This is an optimization exercise on Yosys and OpenROAD, whose aim is small area, a short achievable clock period and few clock cycles per item, not a production implementation.
RTL that was checked went through simulation tests only; none was proved equivalent to the original.
No activity file was given, so power comes from the tool's default toggle rates.

== delta ==
## cc_group_enc
module cc_group_enc (
    input  wire        clk,
    input  wire        rst,
    input  wire        in_valid,
    output wire        in_ready,
    input  wire [15:0] in_res,
    input  wire        in_last,
    output wire        out_valid,
    input  wire        out_ready,
    output reg  [31:0] out_data,
    output reg  [5:0]  out_len,
    output reg         out_last
);
    localparam integer NR = 17;    
    localparam integer NT = NR+2;  
    localparam integer GQ = 3;     
    function automatic lt8(input [7:0] a, input [7:0] b);
        reg [7:0] g, e;
        reg [3:0] gl, el;
        integer t;
        begin
            g = ~a & b;
            e = ~(a ^ b);
            for (t = 0; t < 4; t = t + 1) begin
                gl[t] = g[2*t+1] | (e[2*t+1] & g[2*t]);
                el[t] = e[2*t+1] & e[2*t];
            end
            lt8 = gl[3] | (el[3] & gl[2]) | (el[3] & el[2] & gl[1]) | (el[3] & el[2] & el[1] & gl[0]);
        end
    endfunction
    function automatic [7:0] add8s(input [7:0] a, input [4:0] b);
        reg c;
        integer t;
        begin
            c = 1'b0;
            for (t = 0; t < 8; t = t + 1) begin
                if (t < 5) begin
                    add8s[t] = a[t] ^ b[t] ^ c;
                    c = (a[t] & b[t]) | (c & (a[t] ^ b[t]));
                end else begin
                    add8s[t] = a[t] ^ c;
                    c = a[t] & c;
                end
            end
            add8s = add8s | {8{c}};
        end
    endfunction
    function automatic [4:0] addk(input [3:0] q, input [3:0] c);
        reg cy;
        integer t;
        begin
            cy = 1'b0;
            for (t = 0; t < 4; t = t + 1) begin
                addk[t] = q[t] ^ c[t] ^ cy;
  ...
clock: 32.0 ns
lec_check: 0
cap_margin: 20
core_margin: 2
core_utilization: 40
slew_margin: 20
run.sh (not shown) runs the stock make flow with config.mk's settings and CLKGATE_MAP_FILE= SYNTH_SCRIPT=/design/flow/synth_recipe.tcl, a recipe that flattens the netlist after the stock synthesis.
[inputs] pepper vs delta
==> flow/flow/run.sh (new file) <==
#!/bin/bash
# Standard layout, with port buffers sized for speed and setup repair
# aimed at a tighter slack margin. Each tool's output goes to its own log.
set -e
export BUFFER_PORTS_ARGS="-buffer_cell sky130_fd_sc_hd__buf_4"
export SETUP_SLACK_MARGIN=25
bash standard.sh synth > synth.log 2>&1
bash standard.sh floorplan place cts route finish > layout.log 2>&1
==> flow/standard.sh (new file) <==
#!/bin/bash
# synth_recipe.tcl (not shown) runs the flow's synth.tcl, then flattens the netlist and writes it again
# the make line also repeats each setting of config.mk as NAME=value (left out here)
make -C /OpenROAD-flow-scripts/flow DESIGN_CONFIG=/design/flow/config.mk WORK_HOME=/design/flow/orfs CLKGATE_MAP_FILE= SYNTH_SCRIPT=/design/flow/synth_recipe.tcl "${@:-finish}"
removed: flow/run.sh
- pepper vs. delta: clock power share decreased 0.6 points; final worst hold slack decreased 0.015 ns.
- Going from delta to pepper, clock-buffer cell count grows by 4.
- pepper vs delta: post-cts gate resize count up in pepper
- Design area came out higher on pepper than on delta.
- pepper vs. delta: clock period minus final worst setup slack fell 0.59 ns; TritonCTS buffer count rose about 1.7%.
- Going from delta to pepper, area growth from synthesis to layout grows by 2.0 points.
- Diff pepper..delta | area of placed instances | negligible
No functional check of the RTL was part of any run of this note.

* * *

Another version of the RTL of cc_group_enc (not shown whole).
Size: roughly 3000 cells after synthesis.
## cc_group_enc
module cc_group_enc (
    input  wire        clk,
    input  wire        rst,
    input  wire        in_valid,
    output wire        in_ready,
    input  wire [15:0] in_res,
    input  wire        in_last,
    output wire        out_valid,
    input  wire        out_ready,
    output reg  [31:0] out_data,
    output reg  [5:0]  out_len,
    output reg         out_last
);
export LEC_CHECK = 0
export CAP_MARGIN = 20
export CORE_MARGIN = 2
export CORE_UTILIZATION = 40
export SLEW_MARGIN = 20
create_clock -name core_clock -period 32.0 [get_ports {clk}]
Stock flow here: none of the scripts above is used.
Change:
==> flow/flow/run.sh (new file) <==
#!/bin/bash
# Standard layout, with port buffers sized for speed and setup repair
# aimed at a tighter slack margin. Each tool's output goes to its own log.
set -e
export BUFFER_PORTS_ARGS="-buffer_cell sky130_fd_sc_hd__buf_4"
export SETUP_SLACK_MARGIN=24
bash standard.sh synth > synth.log 2>&1
bash standard.sh floorplan place cts route finish > layout.log 2>&1
==> flow/standard.sh (new file) <==
#!/bin/bash
# synth_recipe.tcl (not shown) runs the flow's synth.tcl, then flattens the netlist and writes it again
# the make line also repeats each setting of config.mk as NAME=value (left out here)
make -C /OpenROAD-flow-scripts/flow DESIGN_CONFIG=/design/flow/config.mk WORK_HOME=/design/flow/orfs CLKGATE_MAP_FILE= SYNTH_SCRIPT=/design/flow/synth_recipe.tcl "${@:-finish}"
removed: flow/run.sh
Outcome: Worst setup slack improved by 0.52 ns. Power fell slightly. Die area does not change. Register-to-register slack improves by 0.21 ns. Core utilization fell by 0.18 points. Cell count is about the same. Sequential cell count is unchanged. Clock power came out lower by a few percent. Hold slack is worse by 0.0072 ns. Routed wire length went up slightly. Sequential share of layout area rose by 0.17 points.
No run of this note included a check of the RTL's function; only the layout flow was run.

* * *

the baseline:
Another version of the RTL of cc_group_enc (not shown whole).
Size in the first run: roughly 2400 cells after synthesis, about 62 I/O pins, about 29000 um2 of cells after synthesis.
==> flow/config.mk <==
export PLATFORM = sky130hd
export DESIGN_NAME = cc_group_enc
export DESIGN_NICKNAME = cc_group_enc
export VERILOG_FILES = /design/flow/design.v
export SDC_FILE = /design/flow/constraint.sdc
export NUM_CORES = 4
export LEC_CHECK = 0
export CAP_MARGIN = 20
export CORE_MARGIN = 2
export CORE_UTILIZATION = 40
export SLEW_MARGIN = 20
==> flow/constraint.sdc <==
create_clock -name core_clock -period 32.0 [get_ports {clk}]
set_input_delay 6.4000 -clock core_clock [delete_from_list [all_inputs] [get_ports {clk}]]
set_output_delay 6.4000 -clock core_clock [all_outputs]
set_load 0.01 [all_outputs]
standard.sh (not shown) runs the stock make flow with config.mk's settings and CLKGATE_MAP_FILE= SYNTH_SCRIPT=/design/flow/synth_recipe.tcl, a recipe that flattens the netlist after the stock synthesis.
==> flow/flow/run.sh <==
#!/bin/bash
# Layout flow: the standard ORFS steps, with the port buffers sized for
# speed, setup repair aimed below the clock period by SETUP_SLACK_MARGIN,
# and a clock tree built from larger sink clusters without dummy loads.
# Each step's full output goes to a log of its own in this folder.
set -e
export BUFFER_PORTS_ARGS="-buffer_cell sky130_fd_sc_hd__buf_4"
export SETUP_SLACK_MARGIN=25
export CTS_ARGS="-sink_clustering_enable -repair_clock_nets -dont_use_dummy_load -sink_clustering_size 20 -sink_clustering_max_diameter 100"
for step in synth floorplan place cts route finish; do
    bash standard.sh $step > $step.log 2>&1
done
Both conditions hold for the baseline: the flow ran to the end and the final layout passed the timing, DRC and antenna checks.
Testbench counts of the baseline, summed over its fixed seeds: cycles 48,146, items 3,200.
--- input diff the baseline..the candidate ---
--- a/flow/flow/run.sh
+++ b/flow/flow/run.sh
@@ -9 +9 @@
-export CTS_ARGS="-sink_clustering_enable -repair_clock_nets -dont_use_dummy_load -sink_clustering_size 20 -sink_clustering_max_diameter 100"
+export CTS_ARGS="-sink_clustering_enable -repair_clock_nets -dont_use_dummy_load -sink_clustering_size 24 -sink_clustering_max_diameter 110"
Results
The candidate vs. the baseline: timing-limited maximum frequency stayed essentially flat; area added between synthesis and finish fell by 0.64 points.
Looking at the baseline and the candidate, the net total in the final layout is a wash.
The candidate vs the baseline: maximum vdd ir drop up slightly
The setup slack in the candidate was lower than what the baseline gave.
The candidate vs. the baseline: actual slew at the worst max-slew pin decreased by 0.0036 ns relative to the old numbers, global routing met3 resource utilization dropped 0.63 points, total detailed-routing wirelength decreased 0.40%.

* * *

Another version of the RTL of cc_group_enc (not shown whole).
For scale: ~2800 cells after synthesis, roughly 570 flip-flops, ~62 I/O pins.
Settings: LEC_CHECK=0, CAP_MARGIN=20, CORE_MARGIN=2, CORE_UTILIZATION=65, SLEW_MARGIN=20; clock period 32.0 ns.
==> flow/flow/run.sh <==
#!/bin/bash
# Standard layout, with port buffers sized for speed, setup repair aimed at
# a tighter slack margin, and a clock tree without dummy balancing loads.
# Each tool's output goes to its own log.
set -e
export BUFFER_PORTS_ARGS="-buffer_cell sky130_fd_sc_hd__buf_4"
export SETUP_SLACK_MARGIN=25
export CTS_ARGS="-sink_clustering_enable -repair_clock_nets -dont_use_dummy_load -sink_clustering_size 24 -sink_clustering_max_diameter 110"
bash standard.sh synth > synth.log 2>&1
bash standard.sh floorplan place cts route finish > layout.log 2>&1
Testbench counts at the start, summed over its fixed seeds: cycles 48,146, items 3,200.
Then changed:
--- a/flow/flow/run.sh
+++ b/flow/flow/run.sh
@@ -6,5 +6,5 @@
 export BUFFER_PORTS_ARGS="-buffer_cell sky130_fd_sc_hd__buf_4"
 export SETUP_SLACK_MARGIN=25
-export CTS_ARGS="-sink_clustering_enable -repair_clock_nets -dont_use_dummy_load -sink_clustering_size 24 -sink_clustering_max_diameter 110"
+export CTS_ARGS="-sink_clustering_enable -repair_clock_nets -dont_use_dummy_load -sink_clustering_size 30 -sink_clustering_max_diameter 130"
 bash standard.sh synth > synth.log 2>&1
 bash standard.sh floorplan place cts route finish > layout.log 2>&1
- CORE_UTILIZATION: 65 -> 40
Result: The new run went through all stages and came out clean; cell count increases by about 11%; wire length increases by about 4%; first-iteration DRC count decreases by 20%; flip-flop and latch count stays the same; setup slack gains 0.0084 ns; die area increases by about 60%; final area increases by about 0.8%; synthesized area stays the same; total power decreases by about 0.53%; clock-buffer cell count decreases by 4.
Then changed:
--- a/flow/flow/run.sh
+++ b/flow/flow/run.sh
@@ -6,5 +6,5 @@
 export BUFFER_PORTS_ARGS="-buffer_cell sky130_fd_sc_hd__buf_4"
 export SETUP_SLACK_MARGIN=25
-export CTS_ARGS="-sink_clustering_enable -repair_clock_nets -dont_use_dummy_load -sink_clustering_size 30 -sink_clustering_max_diameter 130"
+export CTS_ARGS="-sink_clustering_enable -repair_clock_nets -dont_use_dummy_load -sink_clustering_size 24 -sink_clustering_max_diameter 110"
 bash standard.sh synth > synth.log 2>&1
 bash standard.sh floorplan place cts route finish > layout.log 2>&1
- CORE_UTILIZATION: 40 -> 55
Combinational power hardly moves. Power hardly moves. Global-route usage went up by 7.2 points. Clock power went up by a few percent. Routed wire length went down by a few percent. Sequential share of layout area went up by 0.31 points. Final area went down slightly. Area after synthesis is unchanged. Count of clock-buffer cells in the layout went up by 4. Utilization went up by 16 points.
Then changed:
--- a/flow/flow/run.sh
+++ b/flow/flow/run.sh
@@ -6,5 +6,5 @@
 export BUFFER_PORTS_ARGS="-buffer_cell sky130_fd_sc_hd__buf_4"
 export SETUP_SLACK_MARGIN=25
-export CTS_ARGS="-sink_clustering_enable -repair_clock_nets -dont_use_dummy_load -sink_clustering_size 24 -sink_clustering_max_diameter 110"
+export CTS_ARGS="-sink_clustering_enable -repair_clock_nets -dont_use_dummy_load -sink_clustering_size 16 -sink_clustering_max_diameter 90"
 bash standard.sh synth > synth.log 2>&1
 bash standard.sh floorplan place cts route finish > layout.log 2>&1
- CORE_UTILIZATION: 55 -> 40
The changed run ran to the end with no violations.
Power goes up by a few percent.
Clock-buffer cell count went up by 15.
Routed wire length increases by a few percent.
Global-route usage drops by 6.9 points.
Register-to-register slack gets worse by 0.11 ns.
Design area went up slightly.
Clock skew drops by 0.023 ns.
Hold slack stays flat.

-- separate check: timing with driven ports --
How much do the figures lean on ideal ports? The routed layouts below were timed once more, with nothing changed but the port constraints. Step 1 assumes that a clkbuf_16 drives the clock port and a buf_2 every other input. Step 2 moves the port delays by t, midway between the first and last clock arrival at a register: inputs arrive t later, outputs are due t later. That takes back most of the time a late clock gives input paths. Three values: no drivers, after step 1, after step 2; two values: the first two.
| run | t (ns) | slack for setup (ns) | latest minus earliest clock arrival (ns) | pins driven straight from the clock port |
|---|---|---|---|---|
| delta | 0.703 | 23.778 / 23.812 / 23.109 | 0.030 / 0.030 | 1 |
| pepper | 0.707 | 24.370 / 24.310 / 24.045 | 0.050 / 0.050 | 1 |
| the first run of note 2 | 0.677 | 23.729 / 23.664 / 23.516 | 0.038 / 0.039 | 1 |
| the second run of note 2 | 0.695 | 24.245 / 24.181 / 23.689 | 0.039 / 0.039 | 1 |
| the baseline | 0.599 | 24.488 / 24.430 / 24.097 | 0.055 / 0.055 | 1 |
| the candidate | 0.641 | 24.481 / 24.418 / 24.073 | 0.082 / 0.082 | 1 |
| the first run of note 4 | 0.649 | 24.417 / 24.358 / 24.217 | 0.076 / 0.076 | 1 |
| the second run of note 4 | 0.647 | 24.426 / 24.365 / 24.303 | 0.071 / 0.071 | 1 |
| the third run of note 4 | 0.654 | 24.425 / 24.363 / 24.244 | 0.076 / 0.076 | 1 |
| the fourth run of note 4 | 0.626 | 24.458 / 24.401 / 24.213 | 0.053 / 0.054 | 1 |
After both steps setup and hold are still met in every run listed. The setup slack of delta, which loses most, moves by +0.034 ns with the drivers and by -0.669 ns with both steps.
